This design comes from an exercise in tuning for small area, a short achievable clock period and few clock cycles per item on the open sky130 flow, not from production work. Function was checked by simulation only, so behaviour that the tests miss may differ from the original.

$ cat design/flow/design.v
module spread_hash (
    input  wire         clk,
    input  wire         rst,           
    input  wire         start,
    output wire         ready,
    input  wire         cfg_alg,       
    input  wire [8:0]   cfg_fields,    
    input  wire [31:0]  cfg_seed,      
    input  wire [415:0] cfg_key,       
    input  wire         tunnel,        
    input  wire         o_l3,          
    input  wire         o_v6,          
    input  wire [127:0] o_src,         
    input  wire [127:0] o_dst,
    input  wire [7:0]   o_proto,
    input  wire [19:0]  o_flow,        
    input  wire         o_l4,          
    input  wire [15:0]  o_sport,
    input  wire [15:0]  o_dport,
    input  wire         i_l3,
    input  wire         i_v6,
    input  wire [127:0] i_src,
    input  wire [127:0] i_dst,
    input  wire [7:0]   i_proto,
    input  wire [19:0]  i_flow,
    input  wire         i_l4,
    input  wire [15:0]  i_sport,
    input  wire [15:0]  i_dport,
    input  wire         tk_valid,
    input  wire [23:0]  tk,
    output reg          done,
    output reg  [31:0]  hash
);
    localparam KW = 375;                          
    localparam [255:0] CTL_ROM_T0 = 256'hfffffffe777f7fff00000001ffffffff00000001ffffffffffffffffffffffff;
    localparam [255:0] CTL_ROM_T1 = 256'h777f7fff00000001ffffffff00000001ffffffffffffffffffffffff;
    localparam [255:0] CTL_ROM_T2 = 256'h188808000fffffffe00000000fffffffe000000000000000000000000;
    localparam [255:0] CTL_ROM_T3 = 256'hfffffffe00000000000000000000000000000000000000000000000000000000;
    localparam [255:0] CTL_ROM_T4 = 256'h9999666699996666999966669999666699996666999966669999666699996666;
    localparam [255:0] CTL_ROM_T5 = 256'h1ee187781ee187781ee187781ee187781ee187781ee187781ee187781ee18778;
    localparam [255:0] CTL_ROM_T6 = 256'h89979116899791168997911676686ee98997911676686ee98997911689979116;
    localparam [255:0] CTL_ROM_T7 = 256'h777f7ffe88808001777f7ffe01171117777f7ffe01171117777f7ffe777f7ffe;
    localparam [255:0] CTL_ROM_T8 = 256'h111000601110006;
    localparam [255:0] CTL_ROM_T9 = 256'h110011601100116;
    localparam [255:0] CTL_ROM_T10 = 256'h100000001;
    function [10:0] ctl_rom(input [7:0] f);
        ctl_rom = {CTL_ROM_T10[f], CTL_ROM_T9[f], CTL_ROM_T8[f], CTL_ROM_T7[f], CTL_ROM_T6[f], CTL_ROM_T5[f], CTL_ROM_T4[f], CTL_ROM_T3[f], CTL_ROM_T2[f], CTL_ROM_T1[f], CTL_ROM_T0[f]};
    endfunction
    localparam [15:0] TAIL_ROM_T0 = 16'h55aa;
    localparam [15:0] TAIL_ROM_T1 = 16'h3c96;
    localparam [15:0] TAIL_ROM_T2 = 16'h6ae8;
    localparam [15:0] TAIL_ROM_T3 = 16'h8000;
    localparam [15:0] TAIL_ROM_T4 = 16'hff00;
    localparam [15:0] TAIL_ROM_T5 = 16'h3c3c;
    localparam [15:0] TAIL_ROM_T6 = 16'hc0c0;
    function [6:0] tail_rom(input [3:0] f);
        tail_rom = {TAIL_ROM_T6[f], TAIL_ROM_T5[f], TAIL_ROM_T4[f], TAIL_ROM_T3[f], TAIL_ROM_T2[f], TAIL_ROM_T1[f], TAIL_ROM_T0[f]};
    endfunction
    localparam [7:0] AT_ROM_T0 = 8'hab;
    localparam [7:0] AT_ROM_T1 = 8'h14;
    localparam [7:0] AT_ROM_T2 = 8'h40;
    localparam [7:0] AT_ROM_T3 = 8'hd7;
    localparam [7:0] AT_ROM_T4 = 8'ha8;
    localparam [7:0] AT_ROM_T5 = 8'h28;
    localparam [7:0] AT_ROM_T6 = 8'h80;
    function [6:0] at_rom(input [2:0] f);
        at_rom = {AT_ROM_T6[f], AT_ROM_T5[f], AT_ROM_T4[f], AT_ROM_T3[f], AT_ROM_T2[f], AT_ROM_T1[f], AT_ROM_T0[f]};
    endfunction
    wire use_inner = cfg_fields[7] & tunnel;
    wire         in_l3 = use_inner ? i_l3 : o_l3;
    wire         in_v6 = use_inner ? i_v6 : o_v6;
    wire         in_l4 = (use_inner ? i_l4 : o_l4) & in_l3;
    wire in_ps = cfg_fields[0] & in_l3;
    wire in_pd = cfg_fields[1] & in_l3;
    wire in_pp = cfg_fields[2] & in_l3;
    wire in_p1 = cfg_fields[3] & in_l4;
    wire in_p2 = cfg_fields[4] & in_l4;
    wire in_pf = cfg_fields[5] & in_l3 & in_v6;
    wire in_pt = cfg_fields[6] & tk_valid;
    function [1:0] cmp16(input [15:0] a, input [15:0] b);
        reg [15:0] g, e;
        integer lv, n;
        begin
            g = a & ~b;
            e = ~(a ^ b);
            for (lv = 8; lv >= 1; lv = lv / 2)
                for (n = 0; n < lv; n = n + 1) begin
                    g[n] = g[2*n+1] | (e[2*n+1] & g[2*n]);
                    e[n] = e[2*n+1] & e[2*n];
                end
            cmp16 = {g[0], e[0]};
        end
    endfunction
    function [17:0] grp(input [127:0] s, input [127:0] d, input [15:0] sp, input [15:0] dp);
        integer m;
        begin
            for (m = 0; m < 8; m = m + 1)
                grp[2*(m+1) +: 2] = cmp16(s[16*m +: 16], d[16*m +: 16]);
            grp[1:0] = cmp16(sp, dp);
        end
    endfunction
    wire [17:0] in_cg = use_inner ? grp(i_src, i_dst, i_sport, i_dport)
                                  : grp(o_src, o_dst, o_sport, o_dport);
    function [7:0] flags_of(input [6:0] f, input l3, input v6, input l4, input tkv);
        flags_of = {f[0] & l3, f[1] & l3, v6, f[2] & l3, f[3] & l3 & l4,
                    f[4] & l3 & l4, f[5] & l3 & v6, f[6] & tkv};
    endfunction
    wire [10:0] cv_o = ctl_rom(flags_of(cfg_fields[6:0], o_l3, o_v6, o_l4, tk_valid));
    wire [10:0] cv_i = ctl_rom(flags_of(cfg_fields[6:0], i_l3, i_v6, i_l4, tk_valid));
    wire in_one = use_inner ? (cv_i[3:2] == 2'd0) : (cv_o[3:2] == 2'd0);
    reg [415:0] key_stream;
    integer j;
    always @(*) begin
        for (j = 0; j < 52; j = j + 1)
            key_stream[415 - 8*j -: 8] = cfg_key[8*j +: 8];
    end
    reg         alg, v6, l4, sym;
    reg [17:0]  cg;                
    reg         ps, pd, pp, p1, p2, pf, pt;
    reg [127:0] src, dst;
    reg [15:0]  sport, dport;
    reg [7:0]   proto;
    reg [19:0]  flow;
    reg [23:0]  tkey;
    reg [31:0]  seed;
    reg [KW-1:0] ks;               
    reg        busy;
    reg [1:0]  cnt;                
    reg        ready_r;
    assign ready = ready_r;
    wire accept  = start & ready_r & ~rst;
    wire [10:0] cv = ctl_rom({ps, pd, v6, pp, p1, p2, pf, pt});
    wire       empty  = cv[10];
    wire [1:0] short  = cv[9:8];
    wire [3:0] zpad   = cv[7:4];
    wire [1:0] last   = cv[3:2];
    wire [1:0] lastm1 = cv[1:0];
    wire fin     = busy & (cnt == last);
    wire first   = (cnt == 2'd0);
    function [1:0] merge2(input [1:0] hi, input [1:0] lo);
        merge2 = {hi[1] | (hi[0] & lo[1]), hi[0] & lo[0]};
    endfunction
    wire [1:0] a76 = merge2(cg[17:16], cg[15:14]);
    wire [1:0] a54 = merge2(cg[13:12], cg[11:10]);
    wire [1:0] a32 = merge2(cg[9:8], cg[7:6]);
    wire [1:0] a10 = merge2(cg[5:4], cg[3:2]);
    wire [1:0] a72 = merge2(a76, merge2(a54, a32));
    wire lo_gt = a10[1] | (a10[0] & l4 & cg[1]);
    wire swap = sym & (v6 ? (a72[1] | (a72[0] & lo_gt)) : lo_gt);
    wire [1:0] o_p1 = {1'b0, pp};
    wire [1:0] o_p2 = {p1, pp};
    wire [6:0] tr   = tail_rom({pp, p1, p2, pf});
    wire [2:0] o_fl = tr[6:4];
    wire [3:0] o_tk = tr[3:0];
    wire [23:0] flow_b = {4'd0, flow};
    reg [7:0] tb [0:10];
    reg s1h, s1l, s2h, s2l;
    integer t;
    always @(*) begin
        for (t = 0; t < 11; t = t + 1) begin
            s1h = p1 && t < 4 && o_p1 == t;
            s1l = p1 && t >= 1 && t < 5 && o_p1 == t - 1;
            s2h = p2 && t < 4 && o_p2 == t;
            s2l = p2 && t >= 1 && t < 5 && o_p2 == t - 1;
            tb[t] = 8'd0;
            if (pp && t == 0)                          tb[t] = tb[t] | proto;
            if ((s1h && !swap) || (s2h && swap))       tb[t] = tb[t] | sport[15:8];
            if ((s1l && !swap) || (s2l && swap))       tb[t] = tb[t] | sport[7:0];
            if ((s1h && swap) || (s2h && !swap))       tb[t] = tb[t] | dport[15:8];
            if ((s1l && swap) || (s2l && !swap))       tb[t] = tb[t] | dport[7:0];
            if (pf && t < 8 && o_fl == t)                 tb[t] = tb[t] | flow_b[23:16];
            if (pf && t >= 1 && t < 9 && o_fl == t - 1)   tb[t] = tb[t] | flow_b[15:8];
            if (pf && t >= 2 && t < 10 && o_fl == t - 2)  tb[t] = tb[t] | flow_b[7:0];
            if (pt && o_tk == t)                          tb[t] = tb[t] | tkey[23:16];
            if (pt && t >= 1 && o_tk == t - 1)            tb[t] = tb[t] | tkey[15:8];
            if (pt && t >= 2 && o_tk == t - 2)            tb[t] = tb[t] | tkey[7:0];
        end
    end
    wire [6:0] ar  = at_rom({ps, pd, v6});
    wire [1:0] tc  = ar[6:5];
    wire [1:0] tc1 = ar[4:3];
    wire [2:0] th  = ar[2:0];       
    wire rs0 = v6 & ps & (cnt == 2'd0);
    wire rd0 = v6 & pd & (cnt == (ps ? 2'd1 : 2'd0));
    wire a4  = ~v6 & first;
    reg [127:0] cur;               
    reg [7:0]  by;
    reg        rs4, rd4;
    integer l;
    always @(*) begin
        for (l = 0; l < 16; l = l + 1) begin
            rs4 = a4 & ps & (l < 4);
            rd4 = a4 & pd & (ps ? (l >= 4 && l < 8) : (l < 4));
            by = 8'd0;
            if ((rs0 & ~swap) | (rd0 & swap)) by = by | src[127 - 8*l -: 8];
            if ((rd0 & ~swap) | (rs0 & swap)) by = by | dst[127 - 8*l -: 8];
            if ((rs4 & ~swap) | (rd4 & swap)) by = by | src[31 - 8*(l%4) -: 8];
            if ((rd4 & ~swap) | (rs4 & swap)) by = by | dst[31 - 8*(l%4) -: 8];
            if (cnt == tc) begin
                if (th[0] && l < 11)            by = by | tb[l];
                if (th[1] && l >= 4 && l < 15)  by = by | tb[l-4];
                if (th[2] && l >= 8)            by = by | tb[l-8];
            end
            if (th[2] && l < 3 && cnt == tc1)   by = by | tb[l+8];
            cur[127 - 8*l -: 8] = by;
        end
    end
    wire [127:0] curc = cur ^ ((alg & first) ?
                        {seed[7:0], seed[15:8], seed[23:16], seed[31:24], 96'd0} : 128'd0);
    reg [127:0] d1;                
    reg [127:0] d2;                
    reg [158:0] w1;                
    reg        e_fin, e_first, e_alg, e_empty;
    reg [3:0]  e_z;                
    reg [1:0]  e_short;            
    reg [31:0] tacc;               
    function [7:0] hk8(input [14:0] v, input [7:0] x);
        integer a, c;
        begin
            for (a = 0; a < 8; a = a + 1) begin
                hk8[a] = 1'b0;
                for (c = 0; c < 8; c = c + 1)
                    hk8[a] = hk8[a] ^ (x[c] & v[a + c]);
            end
        end
    endfunction
    function [15:0] hk16(input [30:0] v, input [15:0] x);
        reg [7:0] p, q0, q1;
        begin
            p  = hk8(v[22:8], x[7:0] ^ x[15:8]);
            q0 = hk8(v[14:0] ^ v[22:8], x[7:0]);
            q1 = hk8(v[30:16] ^ v[22:8], x[15:8]);
            hk16 = {p ^ q1, p ^ q0};
        end
    endfunction
    function [31:0] hk32(input [62:0] v, input [31:0] x);
        reg [15:0] p, q0, q1;
        begin
            p  = hk16(v[46:16], x[15:0] ^ x[31:16]);
            q0 = hk16(v[30:0] ^ v[46:16], x[15:0]);
            q1 = hk16(v[62:32] ^ v[46:16], x[31:16]);
            hk32 = {p ^ q1, p ^ q0};
        end
    endfunction
    wire [31:0] t_sum  = hk32(w1[62:0], d1[31:0]) ^ hk32(w1[94:32], d1[63:32])
                       ^ hk32(w1[126:64], d1[95:64]) ^ hk32(w1[158:96], d1[127:96]);
    wire [31:0] t_next = (e_first ? 32'd0 : tacc) ^ t_sum;
    wire [255:0] pair = {(e_first ? 128'd0 : d2), d1};
    wire [255:0] sh1 = e_z[0] ? {8'd0,  pair[255:8]}  : pair;
    wire [255:0] sh2 = e_z[1] ? {16'd0, sh1[255:16]}  : sh1;
    wire [255:0] sh4 = e_z[2] ? {32'd0, sh2[255:32]}  : sh2;
    wire [255:0] sh8 = e_z[3] ? {64'd0, sh4[255:64]}  : sh4;
    reg [127:0] cchunk;
    reg        g_fin, g_first, g_alg, g_empty;
    reg [1:0]  g_short;
    wire [31:0] y_d;
    reg [31:0] y;
    reg        f_fin, f_first, f_alg, f_empty;
    reg [1:0]  f_short;
    reg [23:0] f_seed;             
    reg [31:0] t_hold;             
    reg [31:0] cacc;               
    wire [127:0] sv = f_first ? 128'd0 :
                      {cacc[7:0], cacc[15:8], cacc[23:16], cacc[31:24], 96'd0};
    wire [31:0] y_s;
    wire xd_0 = cchunk[15] ^ cchunk[114];
    wire xd_1 = cchunk[23] ^ cchunk[30];
    wire xd_2 = cchunk[42] ^ cchunk[54];
    wire xd_3 = cchunk[52] ^ cchunk[67];
    wire xd_4 = cchunk[53] ^ cchunk[68];
    wire xd_5 = cchunk[80] ^ cchunk[99];
    wire xd_6 = cchunk[66] ^ cchunk[118];
    wire xd_7 = cchunk[1] ^ cchunk[26];
    wire xd_8 = cchunk[2] ^ cchunk[75];
    wire xd_9 = cchunk[12] ^ cchunk[25];
    wire xd_10 = cchunk[17] ^ cchunk[110];
    wire xd_11 = cchunk[18] ^ cchunk[111];
    wire xd_12 = cchunk[37] ^ cchunk[51];
    wire xd_13 = cchunk[55] ^ cchunk[120];
    wire xd_14 = cchunk[56] ^ cchunk[72];
    wire xd_15 = cchunk[69] ^ cchunk[79];
    wire xd_16 = cchunk[3] ^ cchunk[57];
    wire xd_17 = cchunk[9] ^ cchunk[38];
    wire xd_18 = cchunk[10] ^ cchunk[39];
    wire xd_19 = cchunk[11] ^ cchunk[24];
    wire xd_20 = cchunk[13] ^ cchunk[14];
    wire xd_21 = cchunk[21] ^ cchunk[28];
    wire xd_22 = cchunk[27] ^ cchunk[82];
    wire xd_23 = cchunk[33] ^ cchunk[64];
    wire xd_24 = cchunk[36] ^ cchunk[107];
    wire xd_25 = cchunk[40] ^ cchunk[121];
    wire xd_26 = cchunk[45] ^ cchunk[76];
    wire xd_27 = cchunk[46] ^ cchunk[77];
    wire xd_28 = cchunk[47] ^ cchunk[78];
    wire xd_29 = cchunk[65] ^ cchunk[84];
    wire xd_30 = cchunk[91] ^ xd_1;
    wire xd_31 = cchunk[0] ^ cchunk[86];
    wire xd_32 = cchunk[5] ^ xd_2;
    wire xd_33 = cchunk[8] ^ cchunk[31];
    wire xd_34 = cchunk[16] ^ cchunk[109];
    wire xd_35 = cchunk[19] ^ cchunk[32];
    wire xd_36 = cchunk[22] ^ cchunk[29];
    wire xd_37 = cchunk[71] ^ cchunk[87];
    wire xd_38 = cchunk[74] ^ cchunk[112];
    wire xd_39 = cchunk[81] ^ cchunk[100];
    wire xd_40 = cchunk[83] ^ cchunk[102];
    wire xd_41 = cchunk[85] ^ cchunk[113];
    wire xd_42 = xd_0 ^ xd_6;
    wire xd_43 = cchunk[4] ^ cchunk[58];
    wire xd_44 = cchunk[6] ^ cchunk[7];
    wire xd_45 = cchunk[20] ^ cchunk[70];
    wire xd_46 = cchunk[35] ^ cchunk[60];
    wire xd_47 = cchunk[41] ^ cchunk[122];
    wire xd_48 = cchunk[50] ^ cchunk[127];
    wire xd_49 = cchunk[93] ^ xd_3;
    wire xd_50 = cchunk[101] ^ cchunk[124];
    wire xd_51 = cchunk[103] ^ cchunk[126];
    wire xd_52 = cchunk[106] ^ cchunk[123];
    wire xd_53 = cchunk[108] ^ xd_12;
    wire xd_54 = cchunk[34] ^ cchunk[116];
    wire xd_55 = cchunk[94] ^ cchunk[97];
    wire xd_56 = cchunk[95] ^ cchunk[98];
    wire xd_57 = cchunk[115] ^ xd_4;
    wire xd_58 = cchunk[117] ^ xd_13;
    wire xd_59 = cchunk[44] ^ cchunk[125];
    wire xd_60 = cchunk[73] ^ xd_5;
    wire xd_61 = cchunk[88] ^ cchunk[92];
    wire xd_62 = cchunk[89] ^ cchunk[96];
    wire xd_63 = cchunk[90] ^ cchunk[104];
    wire xd_64 = cchunk[105] ^ cchunk[119];
    wire xd_65 = xd_8 ^ xd_18;
    wire xd_66 = xd_9 ^ xd_17;
    wire xd_67 = xd_14 ^ xd_15;
    wire xd_68 = xd_24 ^ xd_30;
    wire xd_69 = cchunk[43] ^ xd_7;
    wire xd_70 = cchunk[48] ^ cchunk[59];
    wire xd_71 = cchunk[49] ^ xd_45;
    wire xd_72 = cchunk[61] ^ xd_28;
    wire xd_73 = cchunk[62] ^ xd_33;
    wire xd_74 = cchunk[63] ^ xd_23;
    wire xd_75 = xd_10 ^ xd_20;
    wire xd_76 = xd_11 ^ xd_40;
    wire xd_77 = xd_22 ^ xd_47;
    wire xd_78 = xd_34 ^ xd_37;
    wire xd_79 = cchunk[15] ^ xd_25;
    wire xd_80 = xd_16 ^ xd_27;
    wire xd_81 = xd_19 ^ xd_26;
    wire xd_82 = xd_21 ^ xd_38;
    wire xd_83 = xd_31 ^ xd_42;
    wire xd_84 = xd_35 ^ xd_64;
    wire xd_85 = xd_39 ^ xd_41;
    wire xd_86 = xd_44 ^ xd_46;
    wire xd_87 = cchunk[51] ^ xd_63;
    wire xd_88 = cchunk[83] ^ xd_48;
    wire xd_89 = cchunk[112] ^ xd_29;
    wire xd_90 = cchunk[123] ^ xd_58;
    wire xd_91 = xd_5 ^ xd_32;
    wire xd_92 = xd_21 ^ xd_56;
    wire xd_93 = xd_36 ^ xd_50;
    wire xd_94 = xd_43 ^ xd_51;
    wire xd_95 = xd_55 ^ xd_79;
    wire xd_96 = cchunk[1] ^ xd_16;
    wire xd_97 = cchunk[4] ^ cchunk[104];
    wire xd_98 = cchunk[5] ^ xd_4;
    wire xd_99 = cchunk[6] ^ xd_70;
    wire xd_100 = cchunk[7] ^ xd_77;
    wire xd_101 = cchunk[14] ^ xd_90;
    wire xd_102 = cchunk[16] ^ cchunk[86];
    wire xd_103 = cchunk[18] ^ cchunk[91];
    wire xd_104 = cchunk[27] ^ cchunk[125];
    wire xd_105 = cchunk[30] ^ xd_62;
    wire xd_106 = cchunk[35] ^ cchunk[87];
    wire xd_107 = cchunk[39] ^ xd_74;
    wire xd_108 = cchunk[42] ^ cchunk[70];
    wire xd_109 = cchunk[48] ^ xd_84;
    wire xd_110 = cchunk[55] ^ xd_52;
    wire xd_111 = cchunk[59] ^ xd_53;
    wire xd_112 = cchunk[64] ^ cchunk[113];
    wire xd_113 = cchunk[72] ^ xd_60;
    wire xd_114 = cchunk[73] ^ cchunk[124];
    wire xd_115 = cchunk[74] ^ xd_49;
    wire xd_116 = cchunk[76] ^ cchunk[117];
    wire xd_117 = cchunk[81] ^ xd_19;
    wire xd_118 = cchunk[85] ^ xd_13;
    wire xd_119 = cchunk[99] ^ xd_59;
    wire xd_120 = cchunk[116] ^ xd_65;
    wire xd_121 = cchunk[118] ^ xd_76;
    wire xd_122 = xd_3 ^ xd_41;
    wire xd_123 = xd_8 ^ xd_94;
    wire xd_124 = xd_15 ^ xd_57;
    wire xd_125 = xd_32 ^ xd_54;
    wire xd_126 = xd_75 ^ xd_106;
    wire xd_127 = cchunk[0] ^ cchunk[34];
    wire xd_128 = cchunk[2] ^ cchunk[69];
    wire xd_129 = cchunk[2] ^ xd_14;
    wire xd_130 = cchunk[3] ^ xd_27;
    wire xd_131 = cchunk[8] ^ xd_29;
    wire xd_132 = cchunk[12] ^ xd_61;
    wire xd_133 = cchunk[13] ^ xd_52;
    wire xd_134 = cchunk[17] ^ xd_23;
    wire xd_135 = cchunk[19] ^ xd_10;
    wire xd_136 = cchunk[20] ^ cchunk[56];
    wire xd_137 = cchunk[21] ^ cchunk[38];
    wire xd_138 = cchunk[22] ^ xd_92;
    wire xd_139 = cchunk[24] ^ cchunk[75];
    wire xd_140 = cchunk[25] ^ xd_68;
    wire xd_141 = cchunk[26] ^ xd_2;
    wire xd_142 = cchunk[28] ^ xd_29;
    wire xd_143 = cchunk[29] ^ xd_28;
    wire xd_144 = cchunk[31] ^ cchunk[32];
    wire xd_145 = cchunk[33] ^ xd_86;
    wire xd_146 = cchunk[34] ^ xd_71;
    wire xd_147 = cchunk[37] ^ cchunk[41];
    wire xd_148 = cchunk[40] ^ xd_72;
    wire xd_149 = cchunk[43] ^ cchunk[105];
    wire xd_150 = cchunk[50] ^ xd_89;
    wire xd_151 = cchunk[52] ^ cchunk[122];
    wire xd_152 = cchunk[53] ^ cchunk[88];
    wire xd_153 = cchunk[54] ^ cchunk[95];
    wire xd_154 = cchunk[57] ^ xd_49;
    wire xd_155 = cchunk[58] ^ cchunk[78];
    wire xd_156 = cchunk[60] ^ xd_67;
    wire xd_157 = cchunk[61] ^ xd_36;
    wire xd_158 = cchunk[62] ^ xd_68;
    wire xd_159 = cchunk[63] ^ cchunk[94];
    wire xd_160 = cchunk[65] ^ xd_122;
    wire xd_161 = cchunk[66] ^ cchunk[92];
    wire xd_162 = cchunk[67] ^ xd_69;
    wire xd_163 = cchunk[68] ^ xd_69;
    wire xd_164 = cchunk[71] ^ xd_25;
    wire xd_165 = cchunk[77] ^ xd_11;
    wire xd_166 = cchunk[79] ^ cchunk[108];
    wire xd_167 = cchunk[80] ^ xd_22;
    wire xd_168 = cchunk[82] ^ xd_49;
    wire xd_169 = cchunk[84] ^ xd_57;
    wire xd_170 = cchunk[90] ^ xd_42;
    wire xd_171 = cchunk[96] ^ xd_26;
    wire xd_172 = cchunk[97] ^ xd_24;
    wire xd_173 = cchunk[106] ^ cchunk[126];
    wire xd_174 = cchunk[106] ^ cchunk[127];
    wire xd_175 = cchunk[107] ^ cchunk[121];
    wire xd_176 = cchunk[115] ^ xd_66;
    wire xd_177 = cchunk[119] ^ xd_52;
    wire xd_178 = cchunk[120] ^ xd_65;
    wire xd_179 = xd_0 ^ xd_7;
    wire xd_180 = xd_6 ^ xd_87;
    wire xd_181 = xd_9 ^ xd_39;
    wire xd_182 = xd_17 ^ xd_59;
    wire xd_183 = xd_20 ^ xd_73;
    wire xd_184 = xd_27 ^ xd_81;
    wire xd_185 = xd_35 ^ xd_91;
    wire xd_186 = xd_37 ^ xd_38;
    wire xd_187 = xd_46 ^ xd_93;
    wire xd_188 = xd_53 ^ xd_60;
    wire xd_189 = xd_66 ^ xd_155;
    wire xd_190 = xd_67 ^ xd_82;
    wire xd_191 = xd_80 ^ xd_85;
    wire xd_192 = xd_83 ^ xd_183;
    wire xd_193 = xd_103 ^ xd_138;
    wire xd_194 = cchunk[1] ^ xd_116;
    wire xd_195 = cchunk[4] ^ xd_62;
    wire xd_196 = cchunk[6] ^ xd_10;
    wire xd_197 = cchunk[7] ^ xd_160;
    wire xd_198 = cchunk[9] ^ xd_43;
    wire xd_199 = cchunk[10] ^ cchunk[109];
    wire xd_200 = cchunk[11] ^ cchunk[109];
    wire xd_201 = cchunk[13] ^ xd_161;
    wire xd_202 = cchunk[20] ^ xd_20;
    wire xd_203 = cchunk[24] ^ cchunk[89];
    wire xd_204 = cchunk[28] ^ xd_134;
    wire xd_205 = cchunk[30] ^ xd_98;
    wire xd_206 = cchunk[38] ^ xd_174;
    wire xd_207 = cchunk[41] ^ xd_76;
    wire xd_208 = cchunk[42] ^ xd_5;
    wire xd_209 = cchunk[44] ^ xd_36;
    wire xd_210 = cchunk[45] ^ cchunk[50];
    wire xd_211 = cchunk[46] ^ cchunk[110];
    wire xd_212 = cchunk[47] ^ cchunk[111];
    wire xd_213 = cchunk[49] ^ xd_18;
    wire xd_214 = cchunk[49] ^ xd_101;
    wire xd_215 = cchunk[55] ^ xd_75;
    wire xd_216 = cchunk[57] ^ xd_110;
    wire xd_217 = cchunk[65] ^ xd_124;
    wire xd_218 = cchunk[69] ^ xd_77;
    wire xd_219 = cchunk[72] ^ xd_83;
    wire xd_220 = cchunk[74] ^ xd_88;
    wire xd_221 = cchunk[77] ^ xd_34;
    wire xd_222 = cchunk[81] ^ xd_31;
    wire xd_223 = cchunk[84] ^ xd_54;
    wire xd_224 = cchunk[85] ^ xd_55;
    wire xd_225 = cchunk[86] ^ xd_55;
    wire xd_226 = cchunk[87] ^ cchunk[114];
    wire xd_227 = cchunk[88] ^ xd_107;
    wire xd_228 = cchunk[89] ^ xd_93;
    wire xd_229 = cchunk[90] ^ xd_56;
    wire xd_230 = cchunk[93] ^ xd_78;
    wire xd_231 = cchunk[98] ^ xd_40;
    wire xd_232 = cchunk[98] ^ xd_100;
    wire xd_233 = cchunk[100] ^ xd_121;
    wire xd_234 = cchunk[101] ^ xd_30;
    wire xd_235 = cchunk[102] ^ xd_135;
    wire xd_236 = cchunk[103] ^ cchunk[118];
    wire xd_237 = cchunk[105] ^ xd_96;
    wire xd_238 = cchunk[107] ^ xd_125;
    wire xd_239 = cchunk[113] ^ xd_54;
    wire xd_240 = cchunk[115] ^ cchunk[116];
    wire xd_241 = cchunk[117] ^ xd_81;
    wire xd_242 = cchunk[119] ^ xd_11;
    wire xd_243 = cchunk[121] ^ xd_149;
    wire xd_244 = cchunk[123] ^ xd_12;
    wire xd_245 = cchunk[125] ^ xd_18;
    wire xd_246 = cchunk[126] ^ xd_22;
    wire xd_247 = cchunk[127] ^ xd_42;
    wire xd_248 = xd_0 ^ xd_51;
    wire xd_249 = xd_1 ^ xd_85;
    wire xd_250 = xd_14 ^ xd_137;
    wire xd_251 = xd_16 ^ xd_78;
    wire xd_252 = xd_19 ^ xd_118;
    wire xd_253 = xd_23 ^ xd_71;
    wire xd_254 = xd_26 ^ xd_33;
    wire xd_255 = xd_28 ^ xd_98;
    wire xd_256 = xd_31 ^ xd_164;
    wire xd_257 = xd_33 ^ xd_43;
    wire xd_258 = xd_34 ^ xd_234;
    wire xd_259 = xd_39 ^ xd_63;
    wire xd_260 = xd_40 ^ xd_180;
    wire xd_261 = xd_44 ^ xd_114;
    wire xd_262 = xd_44 ^ xd_168;
    wire xd_263 = xd_45 ^ xd_51;
    wire xd_264 = xd_47 ^ xd_108;
    wire xd_265 = xd_48 ^ xd_61;
    wire xd_266 = xd_48 ^ xd_72;
    wire xd_267 = xd_50 ^ xd_73;
    wire xd_268 = xd_50 ^ xd_120;
    wire xd_269 = xd_53 ^ xd_62;
    wire xd_270 = xd_57 ^ xd_162;
    wire xd_271 = xd_58 ^ xd_173;
    wire xd_272 = xd_66 ^ xd_187;
    wire xd_273 = xd_70 ^ xd_80;
    wire xd_274 = xd_71 ^ xd_97;
    wire xd_275 = xd_72 ^ xd_199;
    wire xd_276 = xd_73 ^ xd_117;
    wire xd_277 = xd_74 ^ xd_167;
    wire xd_278 = xd_82 ^ xd_129;
    wire xd_279 = xd_86 ^ xd_140;
    wire xd_280 = xd_87 ^ xd_99;
    wire xd_281 = xd_91 ^ xd_224;
    wire xd_282 = xd_92 ^ xd_209;
    wire xd_283 = xd_95 ^ xd_104;
    wire xd_284 = xd_95 ^ xd_121;
    wire xd_285 = xd_96 ^ xd_156;
    wire xd_286 = xd_97 ^ xd_136;
    wire xd_287 = xd_100 ^ xd_198;
    wire xd_288 = xd_102 ^ xd_131;
    wire xd_289 = xd_105 ^ xd_109;
    wire xd_290 = xd_107 ^ xd_132;
    wire xd_291 = xd_108 ^ xd_115;
    wire xd_292 = xd_111 ^ xd_119;
    wire xd_293 = xd_111 ^ xd_228;
    wire xd_294 = xd_112 ^ xd_123;
    wire xd_295 = xd_112 ^ xd_184;
    wire xd_296 = xd_113 ^ xd_127;
    wire xd_297 = xd_116 ^ xd_117;
    wire xd_298 = xd_120 ^ xd_150;
    wire xd_299 = xd_124 ^ xd_219;
    wire xd_300 = xd_126 ^ xd_189;
    wire xd_301 = xd_130 ^ xd_142;
    wire xd_302 = xd_133 ^ xd_190;
    wire xd_303 = xd_139 ^ xd_176;
    wire xd_304 = xd_141 ^ xd_169;
    wire xd_305 = xd_143 ^ xd_163;
    wire xd_306 = xd_144 ^ xd_158;
    wire xd_307 = xd_146 ^ xd_191;
    wire xd_308 = xd_147 ^ xd_165;
    wire xd_309 = xd_148 ^ xd_248;
    wire xd_310 = xd_154 ^ xd_192;
    wire xd_311 = xd_157 ^ xd_241;
    wire xd_312 = xd_166 ^ xd_250;
    wire xd_313 = xd_170 ^ xd_175;
    wire xd_314 = xd_171 ^ xd_262;
    wire xd_315 = xd_172 ^ xd_179;
    wire xd_316 = xd_177 ^ xd_247;
    wire xd_317 = xd_181 ^ xd_188;
    wire xd_318 = xd_182 ^ xd_246;
    wire xd_319 = xd_185 ^ xd_233;
    wire xd_320 = xd_202 ^ xd_283;
    wire xd_321 = xd_203 ^ xd_280;
    wire xd_322 = xd_229 ^ xd_315;
    wire xd_323 = xd_274 ^ xd_304;
    assign y_d[0] = ^{cchunk[35], cchunk[36], cchunk[92], cchunk[96], cchunk[124], xd_30, xd_38, xd_83, xd_129, xd_135, xd_157, xd_164, xd_177, xd_210, xd_257, xd_264, xd_270, xd_301, xd_317};
    assign y_d[1] = ^{cchunk[0], cchunk[46], cchunk[59], cchunk[73], cchunk[120], xd_8, xd_32, xd_115, xd_172, xd_182, xd_201, xd_218, xd_240, xd_242, xd_244, xd_249, xd_251, xd_267, xd_286, xd_305};
    assign y_d[2] = ^{cchunk[37], cchunk[47], cchunk[104], cchunk[108], cchunk[114], xd_21, xd_35, xd_101, xd_102, xd_159, xd_171, xd_196, xd_205, xd_231, xd_243, xd_257, xd_268, xd_285, xd_291, xd_318};
    assign y_d[3] = ^{cchunk[5], cchunk[69], cchunk[122], xd_17, xd_45, xd_78, xd_94, xd_119, xd_144, xd_149, xd_153, xd_169, xd_174, xd_178, xd_204, xd_261, xd_273, xd_284, xd_311};
    assign y_d[4] = ^{cchunk[66], cchunk[76], xd_24, xd_102, xd_114, xd_118, xd_125, xd_128, xd_145, xd_193, xd_213, xd_265, xd_270, xd_276, xd_292, xd_309};
    assign y_d[5] = ^{cchunk[32], cchunk[63], cchunk[91], xd_2, xd_7, xd_43, xd_54, xd_58, xd_105, xd_142, xd_151, xd_152, xd_156, xd_211, xd_230, xd_261, xd_276, xd_316, xd_318};
    assign y_d[6] = ^{cchunk[19], cchunk[22], cchunk[68], cchunk[71], xd_68, xd_74, xd_88, xd_179, xd_212, xd_245, xd_259, xd_269, xd_271, xd_273, xd_281, xd_287, xd_288};
    assign y_d[7] = ^{cchunk[45], cchunk[110], xd_3, xd_37, xd_84, xd_99, xd_113, xd_130, xd_146, xd_173, xd_205, xd_218, xd_220, xd_252, xd_272, xd_275, xd_322};
    assign y_d[8] = ^{cchunk[11], cchunk[111], xd_104, xd_145, xd_178, xd_211, xd_231, xd_256, xd_266, xd_302, xd_306, xd_317, xd_323};
    assign y_d[9] = ^{cchunk[25], cchunk[40], cchunk[62], xd_84, xd_123, xd_126, xd_137, xd_184, xd_197, xd_212, xd_216, xd_238, xd_258, xd_277, xd_299};
    assign y_d[10] = ^{cchunk[29], cchunk[122], xd_12, xd_26, xd_30, xd_99, xd_101, xd_128, xd_175, xd_186, xd_223, xd_227, xd_266, xd_286, xd_319};
    assign y_d[11] = ^{cchunk[5], cchunk[43], cchunk[51], cchunk[92], xd_79, xd_89, xd_90, xd_139, xd_145, xd_151, xd_236, xd_267, xd_289, xd_307, xd_312};
    assign y_d[12] = ^{cchunk[9], cchunk[15], cchunk[97], cchunk[115], xd_53, xd_59, xd_63, xd_131, xd_208, xd_235, xd_258, xd_278, xd_290, xd_305, xd_307, xd_314};
    assign y_d[13] = ^{cchunk[23], cchunk[36], cchunk[44], xd_7, xd_41, xd_50, xd_109, xd_154, xd_208, xd_223, xd_232, xd_263, xd_269, xd_275, xd_284, xd_302, xd_303};
    assign y_d[14] = ^{cchunk[4], cchunk[61], cchunk[75], cchunk[80], cchunk[103], xd_38, xd_48, xd_56, xd_80, xd_132, xd_134, xd_160, xd_194, xd_200, xd_213, xd_240, xd_260, xd_306, xd_312, xd_320};
    assign y_d[15] = ^{cchunk[89], cchunk[110], xd_47, xd_64, xd_123, xd_150, xd_188, xd_193, xd_221, xd_239, xd_255, xd_290, xd_297, xd_310};
    assign y_d[16] = ^{cchunk[3], cchunk[23], cchunk[82], cchunk[111], xd_36, xd_61, xd_85, xd_115, xd_127, xd_159, xd_185, xd_194, xd_217, xd_221, xd_300, xd_316, xd_321};
    assign y_d[17] = ^{cchunk[8], cchunk[78], cchunk[83], cchunk[94], cchunk[112], xd_64, xd_69, xd_70, xd_153, xd_165, xd_168, xd_195, xd_215, xd_253, xd_259, xd_268, xd_279, xd_299};
    assign y_d[18] = ^{cchunk[78], cchunk[95], xd_1, xd_10, xd_76, xd_119, xd_125, xd_180, xd_181, xd_187, xd_190, xd_214, xd_225, xd_226, xd_243, xd_287, xd_295};
    assign y_d[19] = ^{cchunk[10], cchunk[52], cchunk[56], cchunk[79], cchunk[82], cchunk[101], xd_56, xd_58, xd_186, xd_196, xd_201, xd_207, xd_222, xd_237, xd_255, xd_292, xd_294};
    assign y_d[20] = ^{cchunk[14], cchunk[59], xd_25, xd_29, xd_152, xd_200, xd_206, xd_226, xd_285, xd_294, xd_314, xd_319};
    assign y_d[21] = ^{cchunk[39], cchunk[67], xd_7, xd_61, xd_136, xd_204, xd_216, xd_220, xd_236, xd_254, xd_256, xd_279, xd_281, xd_293};
    assign y_d[22] = ^{xd_86, xd_104, xd_110, xd_152, xd_193, xd_195, xd_210, xd_235, xd_251, xd_291, xd_296, xd_303, xd_313};
    assign y_d[23] = ^{cchunk[3], cchunk[7], cchunk[12], xd_32, xd_105, xd_133, xd_225, xd_254, xd_263, xd_298, xd_308, xd_313};
    assign y_d[24] = ^{cchunk[6], cchunk[70], cchunk[118], xd_4, xd_25, xd_60, xd_110, xd_147, xd_249, xd_265, xd_278, xd_288, xd_300, xd_311, xd_322};
    assign y_d[25] = ^{cchunk[17], cchunk[40], cchunk[93], xd_15, xd_68, xd_113, xd_141, xd_176, xd_178, xd_186, xd_191, xd_192, xd_232, xd_242, xd_293};
    assign y_d[26] = ^{cchunk[36], cchunk[106], cchunk[125], xd_4, xd_78, xd_103, xd_148, xd_151, xd_159, xd_167, xd_215, xd_260, xd_272, xd_295, xd_298};
    assign y_d[27] = ^{cchunk[26], cchunk[53], xd_9, xd_67, xd_75, xd_109, xd_122, xd_153, xd_158, xd_161, xd_207, xd_244, xd_245, xd_297, xd_301, xd_309};
    assign y_d[28] = ^{cchunk[96], xd_9, xd_35, xd_51, xd_61, xd_114, xd_143, xd_166, xd_206, xd_252, xd_277, xd_308, xd_310, xd_323};
    assign y_d[29] = ^{xd_82, xd_88, xd_118, xd_162, xd_189, xd_217, xd_222, xd_227, xd_230, xd_238, xd_289, xd_320};
    assign y_d[30] = ^{cchunk[31], cchunk[54], cchunk[66], cchunk[108], xd_31, xd_65, xd_67, xd_77, xd_89, xd_95, xd_126, xd_163, xd_239, xd_253, xd_271, xd_282, xd_321};
    assign y_d[31] = ^{cchunk[27], cchunk[64], xd_11, xd_25, xd_46, xd_78, xd_81, xd_88, xd_128, xd_140, xd_170, xd_197, xd_214, xd_237, xd_264, xd_282, xd_296};
    wire xs_0 = sv[114] ^ sv[118];
    wire xs_1 = sv[121] ^ sv[123];
    wire xs_2 = sv[99] ^ sv[106];
    wire xs_3 = sv[112] ^ sv[113];
    wire xs_4 = sv[120] ^ sv[122];
    wire xs_5 = sv[101] ^ sv[124];
    wire xs_6 = sv[102] ^ sv[125];
    wire xs_7 = sv[103] ^ sv[126];
    wire xs_8 = sv[107] ^ sv[111];
    wire xs_9 = sv[98] ^ sv[108];
    wire xs_10 = sv[109] ^ sv[115];
    wire xs_11 = sv[110] ^ sv[117];
    wire xs_12 = sv[100] ^ sv[104];
    wire xs_13 = sv[105] ^ sv[119];
    wire xs_14 = sv[127] ^ xs_2;
    wire xs_15 = sv[96] ^ xs_0;
    wire xs_16 = sv[97] ^ sv[116];
    wire xs_17 = xs_3 ^ xs_9;
    wire xs_18 = sv[97] ^ xs_14;
    wire xs_19 = sv[111] ^ xs_7;
    wire xs_20 = sv[117] ^ xs_4;
    wire xs_21 = xs_1 ^ xs_5;
    wire xs_22 = xs_8 ^ xs_12;
    wire xs_23 = sv[99] ^ xs_0;
    wire xs_24 = sv[105] ^ xs_6;
    wire xs_25 = sv[110] ^ xs_6;
    wire xs_26 = sv[112] ^ xs_1;
    wire xs_27 = sv[113] ^ sv[123];
    wire xs_28 = xs_10 ^ xs_16;
    wire xs_29 = sv[96] ^ sv[108];
    wire xs_30 = sv[98] ^ sv[107];
    wire xs_31 = sv[103] ^ sv[118];
    wire xs_32 = sv[104] ^ sv[106];
    wire xs_33 = sv[107] ^ sv[127];
    wire xs_34 = sv[109] ^ sv[116];
    wire xs_35 = sv[110] ^ xs_13;
    wire xs_36 = sv[114] ^ sv[126];
    wire xs_37 = sv[115] ^ sv[120];
    wire xs_38 = sv[119] ^ xs_4;
    wire xs_39 = sv[124] ^ xs_15;
    wire xs_40 = xs_7 ^ xs_8;
    wire xs_41 = xs_11 ^ xs_17;
    wire xs_42 = sv[96] ^ sv[120];
    wire xs_43 = sv[99] ^ sv[101];
    wire xs_44 = sv[99] ^ sv[116];
    wire xs_45 = sv[100] ^ sv[115];
    wire xs_46 = sv[100] ^ xs_3;
    wire xs_47 = sv[102] ^ sv[118];
    wire xs_48 = sv[106] ^ xs_40;
    wire xs_49 = sv[108] ^ xs_39;
    wire xs_50 = sv[109] ^ sv[113];
    wire xs_51 = sv[111] ^ xs_11;
    wire xs_52 = sv[116] ^ xs_35;
    wire xs_53 = sv[121] ^ xs_19;
    wire xs_54 = sv[121] ^ xs_28;
    wire xs_55 = sv[122] ^ xs_2;
    wire xs_56 = sv[122] ^ xs_34;
    wire xs_57 = sv[125] ^ xs_22;
    wire xs_58 = sv[125] ^ xs_33;
    wire xs_59 = sv[127] ^ xs_20;
    wire xs_60 = xs_0 ^ xs_10;
    wire xs_61 = xs_1 ^ xs_30;
    wire xs_62 = xs_3 ^ xs_12;
    wire xs_63 = xs_4 ^ xs_16;
    wire xs_64 = xs_5 ^ xs_38;
    wire xs_65 = xs_8 ^ xs_23;
    wire xs_66 = xs_9 ^ xs_37;
    wire xs_67 = xs_10 ^ xs_25;
    wire xs_68 = xs_13 ^ xs_21;
    wire xs_69 = xs_18 ^ xs_20;
    wire xs_70 = xs_21 ^ xs_24;
    wire xs_71 = xs_22 ^ xs_26;
    wire xs_72 = xs_27 ^ xs_60;
    assign y_s[0] = ^{sv[110], sv[119], xs_26, xs_45, xs_49, xs_55};
    assign y_s[1] = ^{xs_27, xs_28, xs_57, xs_64};
    assign y_s[2] = ^{sv[104], sv[116], xs_9, xs_11, xs_36, xs_42, xs_70};
    assign y_s[3] = ^{sv[118], sv[124], xs_10, xs_24, xs_53, xs_69};
    assign y_s[4] = ^{sv[114], sv[124], xs_7, xs_44, xs_58, xs_66};
    assign y_s[5] = ^{sv[106], sv[123], sv[125], sv[126], sv[127], xs_11, xs_34, xs_38, xs_39};
    assign y_s[6] = ^{xs_29, xs_36, xs_57, xs_69};
    assign y_s[7] = ^{sv[109], xs_4, xs_5, xs_18, xs_30, xs_35, xs_36};
    assign y_s[8] = ^{xs_14, xs_25, xs_66, xs_71};
    assign y_s[9] = ^{sv[101], xs_48, xs_52, xs_72};
    assign y_s[10] = ^{xs_44, xs_47, xs_59, xs_71};
    assign y_s[11] = ^{xs_20, xs_29, xs_31, xs_46, xs_68};
    assign y_s[12] = ^{sv[97], xs_29, xs_43, xs_62, xs_67};
    assign y_s[13] = ^{sv[96], xs_17, xs_19, xs_28, xs_47, xs_55, xs_68};
    assign y_s[14] = ^{sv[104], sv[117], xs_6, xs_17, xs_31, xs_33, xs_54};
    assign y_s[15] = ^{xs_7, xs_13, xs_23, xs_41, xs_56};
    assign y_s[16] = ^{sv[119], xs_12, xs_14, xs_51, xs_72};
    assign y_s[17] = ^{sv[112], sv[115], xs_5, xs_15, xs_22, xs_52};
    assign y_s[18] = ^{xs_23, xs_51, xs_62, xs_63, xs_70};
    assign y_s[19] = ^{sv[120], xs_19, xs_24, xs_41, xs_43};
    assign y_s[20] = ^{sv[100], sv[102], xs_14, xs_15, xs_50, xs_53};
    assign y_s[21] = ^{sv[107], sv[108], xs_18, xs_21, xs_31};
    assign y_s[22] = ^{xs_2, xs_15, xs_61, xs_67};
    assign y_s[23] = ^{xs_15, xs_16, xs_26, xs_48};
    assign y_s[24] = ^{xs_0, xs_11, xs_18, xs_46, xs_61};
    assign y_s[25] = ^{xs_17, xs_45, xs_64, xs_65};
    assign y_s[26] = ^{sv[118], xs_3, xs_5, xs_25, xs_32, xs_56};
    assign y_s[27] = ^{sv[114], xs_6, xs_11, xs_13, xs_27, xs_40};
    assign y_s[28] = ^{sv[127], xs_19, xs_32, xs_37, xs_49};
    assign y_s[29] = ^{sv[112], xs_13, xs_42, xs_54, xs_58};
    assign y_s[30] = ^{sv[121], sv[126], xs_32, xs_41, xs_63};
    assign y_s[31] = ^{sv[98], sv[105], xs_1, xs_50, xs_59, xs_65};
    wire [31:0] c_next = y ^ y_s;
    wire [31:0] c_short = (f_short == 2'd1) ? {8'd0,  f_seed[7:0], f_seed[15:8], f_seed[23:16]} :
                          (f_short == 2'd2) ? {16'd0, f_seed[7:0], f_seed[15:8]} :
                          (f_short == 2'd3) ? {24'd0, f_seed[7:0]} : 32'd0;
    wire [31:0] c_fin = ~(c_next ^ c_short);
    always @(posedge clk) begin
        if (rst) begin
            busy    <= 1'b0;
            ready_r <= 1'b1;
            e_fin   <= 1'b0;
            g_fin   <= 1'b0;
            f_fin   <= 1'b0;
            done    <= 1'b0;
        end else begin
            e_fin <= fin;
            g_fin <= e_fin;
            f_fin <= g_fin;
            done  <= f_fin;
            if (accept) begin
                busy    <= 1'b1;
                ready_r <= in_one;
            end else if (fin) begin
                busy    <= 1'b0;
                ready_r <= 1'b1;
            end else if (busy) begin
                ready_r <= (cnt == lastm1);
            end
        end
    end
    always @(posedge clk) begin
        hash    <= f_empty ? 32'd0 : (f_alg ? c_fin : t_hold);
        tacc    <= t_next;
        t_hold  <= tacc;
        cchunk  <= sh8[127:0];
        y       <= y_d;
        cacc    <= c_next;
        g_first <= e_first;
        g_alg   <= e_alg;
        g_empty <= e_empty;
        g_short <= e_short;
        f_first <= g_first;
        f_alg   <= g_alg;
        f_empty <= g_empty;
        f_short <= g_short;
        f_seed  <= d2[119:96];
        d1      <= curc;
        d2      <= d1;
        w1      <= ks[KW-1 -: 159];
        e_first <= first;
        e_alg   <= alg;
        e_empty <= empty;
        e_z     <= zpad;
        e_short <= short;
        if (ready_r) begin
            cnt <= 2'd0;
            ks  <= key_stream[415 -: KW];
        end else begin
            cnt <= cnt + 2'd1;
            ks  <= {ks[KW-129:0], 128'd0};
        end
    end
    always @(posedge clk) begin
        if (ready_r) begin
            alg   <= cfg_alg;
            v6    <= in_v6;
            l4    <= in_l4;
            sym   <= cfg_fields[8] & in_l3;
            cg    <= in_cg;
            ps    <= in_ps;
            pd    <= in_pd;
            pp    <= in_pp;
            p1    <= in_p1;
            p2    <= in_p2;
            pf    <= in_pf;
            pt    <= in_pt;
            src   <= use_inner ? i_src   : o_src;
            dst   <= use_inner ? i_dst   : o_dst;
            sport <= use_inner ? i_sport : o_sport;
            dport <= use_inner ? i_dport : o_dport;
            proto <= use_inner ? i_proto : o_proto;
            flow  <= use_inner ? i_flow  : o_flow;
            tkey  <= tk;
            seed  <= cfg_seed;
        end
    end
endmodule
$ cat design/flow/run.sh
#!/bin/bash
# synth_recipe.tcl (not shown) runs the flow's synth.tcl, then flattens the netlist and writes it again
# the make line also repeats each setting of config.mk as NAME=value (left out here)
make -C /OpenROAD-flow-scripts/flow DESIGN_CONFIG=/design/flow/config.mk WORK_HOME=/design/flow/orfs CLKGATE_MAP_FILE= SYNTH_SCRIPT=/design/flow/synth_recipe.tcl finish
$ cat design/flow/config.mk
export PLATFORM = sky130hd
export DESIGN_NAME = spread_hash
export DESIGN_NICKNAME = spread_hash
export VERILOG_FILES = /design/flow/design.v
export SDC_FILE = /design/flow/constraint.sdc
export NUM_CORES = 4
export LEC_CHECK = 0
export ABC_CLOCK_PERIOD_IN_PS = 4000
export CAP_MARGIN = 30
export CORE_MARGIN = 2
export CORE_UTILIZATION = 32
export PLACE_DENSITY = 0.48
export SETUP_SLACK_MARGIN = 5
export SLEW_MARGIN = 30
$ cat design/flow/constraint.sdc
create_clock -name core_clock -period 16.0 [get_ports {clk}]
set_input_delay 3.2000 -clock core_clock [delete_from_list [all_inputs] [get_ports {clk}]]
set_output_delay 3.2000 -clock core_clock [all_outputs]
set_load 0.01 [all_outputs]
==> results_dict.tcl, run 1 <==
set metrics [dict create \
    die_height_um 597.5 \
    async_reset_ff_share_pct 0 \
    postRouteAntennaNets 0 \
    grt_max_degree 180 \
    drc 0 \
    r2r-start "cg[12]" \
    viasPerCell 5.455 \
    holdPathStages 0 \
    cp_data_required_time_ns 16.73 \
    synthSimpleGateAreaFrac_pct 14.96 \
    fin_ws_ns 10.08 \
    layout_common_cells "xnor2_1 (3,027), nand2_1 (2,360), nor2_1 (1,259)" \
    portBuffers 1117 \
    dp_hpwl_um 549500 \
    grt_use_met2_pct 54.70 \
    drv_slew 0 \
    layout_commonest_cell "xnor2_1" \
    multiInputGateArea_sq_mm 0.07574 \
    min_to "w1[108]" \
    synth-compound-area-share_pct 8.364 \
    clk_pin_slew_ns 0.06 \
    pin_count 1159 \
    min_from "ks[324]" \
    startpoint_type "flop" \
    ys_seq_area_share_pct 30.57 \
    dp_slack_ns 9.382 \
    num_vias 104004 \
    r2r_slack_ns 10.08 \
    met1_usage_pct 48.09 \
    ys_warn_count 2 \
    seq_area_sq_mm 0.03451 \
    synth-edff-count 400 \
    routedWlPerCell_um 36.60 \
    arrival_ns 6.65 \
    cts_tree "built" \
    hold_class "reg2reg" \
    synth_seq_cells 1521 \
    synthCells 13096 \
    clockRootBuffer "clkbuf_16" \
    numCtsBuffers 180 \
    fp-row-count 217 \
    synth-xor-area-share_pct 32.79 \
    top_usage_layer "met2" \
    start_util_pct 32.21 \
    rsz0062_at_grt "false" \
    synth_area_per_cell_sq_um 8.607 \
    die_area_sq_mm 0.3570 \
    htree_levels 4 \
    grt_pass1_wl_um 908100 \
    grt-ovfl-total 0 \
    fin_nets 15641 \
    synthDistinctLibCells 69 \
    drive_gt1_share_pct 10.63 \
    first_global_vias 97819 \
    antenna_found_initial 145 \
    routabilityCongestion 1.040 \
    cts-hold-fix-buffers 0 \
    timing.rr.end "d1[116]" \
    cts.sinks 1521 \
    post-route-period-util_pct 36.99 \
    drt_iter0_drc 15488 \
    die_w_um 597.5 \
    rr_worst_depth 13 \
    core-area_sq_mm 0.3500 \
    track_usage_pct 37.70 \
    synth.mux.area_fraction_pct 6.561 \
    use_met3_pct 11.22 \
    fin_skew_ns 0.09061 \
    synth_top_family_by_area "XOR/XNOR gates" \
    fill_cells 35850 \
    end_kind "flop" \
    cp_max_fo 66 \
    clk_path_buf_depth 4 \
    setup_tns_ns 0 \
    synthAdderAreaFrac_pct 3.286 \
    synthesis.area_sq_mm 0.1127 \
    max_slew_margin_pct 19.33 \
    clk_latency_ns 0.93 \
    fin_crit_ns 5.918 \
    cts-resized-gates 0 \
    syn_nets 14517 \
    design_area_sq_mm 0.1386 \
    tightest_slew_ns 1.210 \
    status "complete, no violations" \
    place_area_sq_mm 0.1321 \
    drt-total-wl_um 697900 \
    setup_viol 0 \
    cap_violations 0 \
    hold_violations 0 \
    drt-pass1-iter-count 10 \
    criticalPathCategory "reg2reg" \
    syn2layout_area_growth_pct 22.98 \
    ys.flop_type "dfxtp_1" \
    cts_setup_buffers 0 \
    fmax_ghz 0.1690 \
]
==> routing by layer <==
layer	vias up	routed length, um	part of all wire [%]
met5	-	455	0.065
met4	40	52570	7.5
met3	1574	76400	11
met2	6865	289900	42
met1	50472	278500	40
li1	45053	-	-
==> how the worst max path moves through the flow <==
stage	startpoint	endpoint	slack, ns	cells past startpoint
2_1_floorplan	ready_r	ready	7.83	0
3_3_place_gp	tunnel	dst[115]	9.42	5
3_5_place_dp	tunnel	dst[115]	9.38	5
4_1_cts	cg[12]	d1[109]	10.14	11
5_1_grt	cg[12]	d1[109]	10.17	11
6_report	cg[12]	d1[116]	10.08	13
==> synthesized netlist by cell type (80+ instances only) <==
master,instances,area (sq um)
clkbuf_1,547,2053
a21oi_1,275,1376
mux2_2,354,3986
mux2i_1,291,2913
dfxtp_1,1121,22440
a22oi_1,105,788.3
and2_1,149,932.1
ha_1,296,3704
nand2_1,2361,8862
nor2_1,1265,4748
a222oi_1,104,1041
xor2_1,756,6621
nor2b_1,114,713.2
a211oi_1,103,773.2
xnor2_1,3119,27320
edfxtp_1,400,12010
inv_1,335,1257
a221oi_1,80,700.7
nand2b_1,111,694.4
xnor2_2,100,1627
o21ai_0,370,1852
==> sequential cells by signal, indices dropped and copies added (netlist names), 120 cells and up <==
signal  flops
ks        375
w1        159
cchunk    128
d1        128
dst       128
src       128
d2        120
==> stage by stage <==
step	util (%)	hold slack [ns]	std cells
6_report	39.61	0.3164	19065
5_1_grt	39.59	0.3236	19042
4_1_cts	39.46	0.3151	18956
3_5_place_dp	37.74	0.3121	18631
3_3_place_gp	37.51	0.3096	18616
2_1_floorplan	-	0.3096	13096
==> critical path: stages (launching register included) <==
cell and delay (ns):
edfxtp_1 0.42, and3_1 0.33, a221oi_1 0.87, o21ai_1 0.14, a21oi_2 0.52, nor2b_4 0.06
buf_4 0.28, mux2i_4 0.24, buf_4 0.35, buf_4 0.49, a221o_1 0.42, a221oi_1 0.51
o21ai_0 0.52, xnor2_1 0.48
==> final cells by class <==
class                   count  share of cell area [%]
diodes                    103                  0.1859
clock buffers             232                   3.573
clock inverters            93                  0.7700
inverters                 338                  0.9189
multi-input cells       10555                   54.64
flip-flops and latches   1521                   24.89
well taps                4599                   4.151
repair buffers           1624                   10.86
==> cells by family (layout without fill, tap and decap cells) <==
| family | count (synthesis) | after routing |
|---|---|---|
| compound gates | 1404 | 1404 |
| xor+xnor | 4040 | 4040 |
| fa+ha+maj | 296 | 296 |
| buf+inv | 1020 | 2287 |
| flops | 1521 | 1521 |
| mux | 667 | 667 |
| other cells | 0 | 103 |
| simple gates | 4148 | 4148 |
Testbench counts, summed over its fixed seeds: cycles 5,537, items 3,200.
==> run 2, diff against run 1 <==
--- a/design/flow/config.mk
+++ b/design/flow/config.mk
@@ -8,7 +8,7 @@
 export ABC_CLOCK_PERIOD_IN_PS = 4000
 export CAP_MARGIN = 30
 export CORE_MARGIN = 2
-export CORE_UTILIZATION = 32
-export PLACE_DENSITY = 0.48
+export CORE_UTILIZATION = 37
+export PLACE_DENSITY = 0.55
 export SETUP_SLACK_MARGIN = 5
 export SLEW_MARGIN = 30
==> run 2 against run 1 <==
Still clean; clock-buffer cell count down 5; fmax down 2.6%; sequential cell count stayed put; design area down 0.60%; area after synthesis stayed put; sequential share of layout area rose by 0.15 points; global-route usage grew 4.5 points; register-to-register slack worse by 0.16 ns; non-clock buffer count is 15 lower; worst hold slack lost 0.027 ns; largest cell class unchanged.
==> results_dict.tcl, run 2 <==
set metrics [dict create \
    status "complete, no violations" \
    cp_data_required_time_ns 16.69 \
    num_vias 105278 \
    rr_worst_depth 13 \
    fin_skew_ns 0.09322 \
    synth_area_per_cell_sq_um 8.607 \
    fin_crit_ns 6.075 \
    seq_area_sq_mm 0.03451 \
    cts-resized-gates 0 \
    multiInputGateArea_sq_mm 0.07547 \
    fin_util_pct 45.47 \
    cts.sinks 1521 \
    start_util_pct 37.19 \
    max_slew_margin_pct 20.01 \
    clk_path_buf_depth 4 \
    viasPerCell 5.709 \
    place_area_sq_mm 0.1309 \
    synth_common_cells "xnor2_1 (3,119), nand2_1 (2,361), nor2_1 (1,265)" \
    tightest_slew_ns 1.194 \
    drc 0 \
    fmax_ghz 0.1646 \
    r2r-start "cg[12]" \
    grt_pass1_wl_um 883200 \
    critPathSlowestCell "mux2i_1" \
    synth_top_cell_by_area "xnor2_1" \
    hold_class "reg2reg" \
    clockRootBuffer "clkbuf_16" \
    hold_violations 0 \
    post-route-period-util_pct 37.97 \
    setup_tns_ns 0 \
    first_global_vias 97680 \
    async_reset_ff_share_pct 0 \
    die_height_um 555.9 \
    grt_max_degree 237 \
    synthCells 13096 \
    cts-hold-fix-buffers 0 \
    portBuffers 1117 \
    cp_common_cell "buf_4" \
    ys_top_cells_by_area "xnor2_1 (24%), dfxtp_1 (20%), edfxtp_1 (11%)" \
    dp_hpwl_um 530800 \
    synth_seq_cells 1521 \
    drt_iter0_drc 18063 \
    antenna_found_initial 147 \
    cts_tree "built" \
    grt-ovfl-total 0 \
    drt-pass1-iter-count 15 \
    yosys.cell_count.top_type "xnor2_1" \
    clk_latency_ns 0.92 \
    routabilityCongestion 1.089 \
    r2r_slack_ns 9.93 \
    cp_cell_sequence "and3_1 -> a221oi_1 -> o21ai_1 -> a21oi_1 -> nor2b_4 -> buf_4 -> buf_4 -> mux2i_1 -> nor2_1 -> a221oi_1 -> buf_4 -> o211ai_1 -> xnor2_1" \
    track_usage_pct 42.16 \
    regMostFlops "ks" \
    drt-total-wl_um 676000 \
    fin_nets 15624 \
    die_area_sq_mm 0.3091 \
    top_regs "ks x375, w1 x159" \
    drive_gt1_share_pct 10.46 \
    routedWlPerCell_um 36.66 \
    timing.rr.end "d1[108]" \
    syn2layout_area_growth_pct 22.25 \
    numCtsBuffers 178 \
    htree_levels 4 \
    synth_top_area_share_pct 24.24 \
    criticalPathCategory "reg2reg" \
    min_from "ks[295]" \
    cp_max_fo 44 \
    design_area_sq_mm 0.1378 \
    layout_commonest_cell "xnor2_1" \
    ys_warn_count 2 \
    die_w_um 555.9 \
    cap_violations 0 \
    synth-edff-count 400 \
    layout_common_cells "xnor2_1 (3,039), nand2_1 (2,360), nor2_1 (1,259)" \
    fill_cells 30238 \
    path_depth 13 \
    pin_count 1159 \
    postRouteAntennaNets 0 \
    arrival_ns 6.77 \
    core-area_sq_mm 0.3030 \
    fp-row-count 202 \
    clk_pin_slew_ns 0.06 \
    setup_viol 0 \
    synthDistinctLibCells 69 \
    cpPeakStageDelay_ns 0.82 \
    rsz0062_at_grt "false" \
    drv_slew 0 \
    cp.buffers_inverters 3 \
    syn_nets 14517 \
    ys_seq_area_share_pct 30.57 \
    crit_family "compound AO/OA/AOI/OAI gates" \
    largest_reg_flops 375 \
    min_to "w1[79]" \
    holdPathStages 0 \
    ys.flop_type "dfxtp_1" \
    cts_setup_buffers 0 \
    startpoint_type "flop" \
    end_kind "flop" \
    synthesis.area_sq_mm 0.1127 \
]
-- run 2: cell count changes in the layout (fill, tap and decap cells not counted), moves of 9 or more --
| cell | delta |
|---|---|
| buf_4 | -9 |
| clkinv_2 | -9 |
| clkinv_4 | +12 |
| diode_2 | +11 |
| xnor2_1 | +12 |
| xor2_1 | +11 |
| xor2_2 | -9 |
-- run 2: metal layers --
metal,share of wire (%),vias up,GRT usage [%]
met5,0.087,-,0.4532
met1,38,50502,52.87
met3,13,1826,15.19
met4,8.3,34,29.40
met2,40,7858,59.60
li1,-,45058,-
-- run 2: worst max path at each step --
| stage | startpoint | endpoint |
|---|---|---|
| after detailed placement | tunnel | cg[6] |
| final | cg[12] | d1[108] |
| after CTS | cg[12] | d1[108] |
| after global placement | tunnel | cg[6] |
| after floorplan | ready_r | ready |
| after global routing | tunnel | cg[6] |
-- run 2: cell families after synthesis --
family	share of synthesized area, %
multiplexers	6.561
AND/OR/NAND/NOR	14.96
adder cells (fa/ha/maj)	3.286
flip-flops	30.57
XOR/XNOR	32.79
buffers and inverters	3.475
AO/OA/AOI/OAI	8.364
-- run 2: final cells by class --
| type | count | share of cell area [%] |
|---|---|---|
| Tap cell | 3978 | 3.612 |
| Inverter | 338 | 0.9244 |
| Multi-Input combinational cell | 10555 | 54.78 |
| Sequential cell | 1521 | 25.04 |
| Clock buffer | 227 | 3.611 |
| Timing Repair Buffer | 1609 | 10.86 |
| Antenna cell | 114 | 0.2070 |
| Clock inverter | 100 | 0.9680 |
-- run 2: worst register-to-register path, delay by kind of cell, from the launching register on --
family	cells	cell delay, ns
AOI/OAI and AO/OA	5	2.38
xor gates and xnor gates	1	0.49
buffers and inverters	3	0.93
DFF	1	0.44
muxes	1	0.83
and+or+nand+nor	3	0.77
-- run 2: through the flow --
| stage | hold WS (ns) | setup slack [ns] | cells |
|---|---|---|---|
| global route | 0.3016 | 10.05 | 18402 |
| finish | 0.2892 | 9.925 | 18442 |
| global placement | 0.3106 | 9.530 | 17987 |
| CTS | 0.2826 | 10.29 | 18324 |
| detailed placement | 0.3120 | 9.519 | 17997 |
| floorplan | 0.3096 | 7.828 | 13096 |

[re-timing with driven ports]
The results above use ideal ports. As a check the final layouts listed here were re-extracted and re-timed, cells and wires unchanged.
Step 1, drivers: a clkbuf_16 drives clk and a buf_2 each remaining input, both assumed.
Step 2 times the ports against the registers' clock, not the clock port: input delays grow and output delays shrink by t, the midpoint of the rising clock arrivals with the driver on.
Slacks: no drivers / after step 1 / after step 2; pairs: no drivers / after step 1.
run	shift t [ns]	slack for setup (ns)	slew at the worst register clock pin (ns)
run 1	1.004	10.082 / 10.082 / 9.475	0.07 / 0.07
run 2	0.995	9.925 / 9.925 / 9.079	0.08 / 0.08
After both steps setup and hold are still met in every run listed. The setup slack of run 2, which loses most, moves by 0.000 ns with the drivers and by -0.846 ns with both steps.
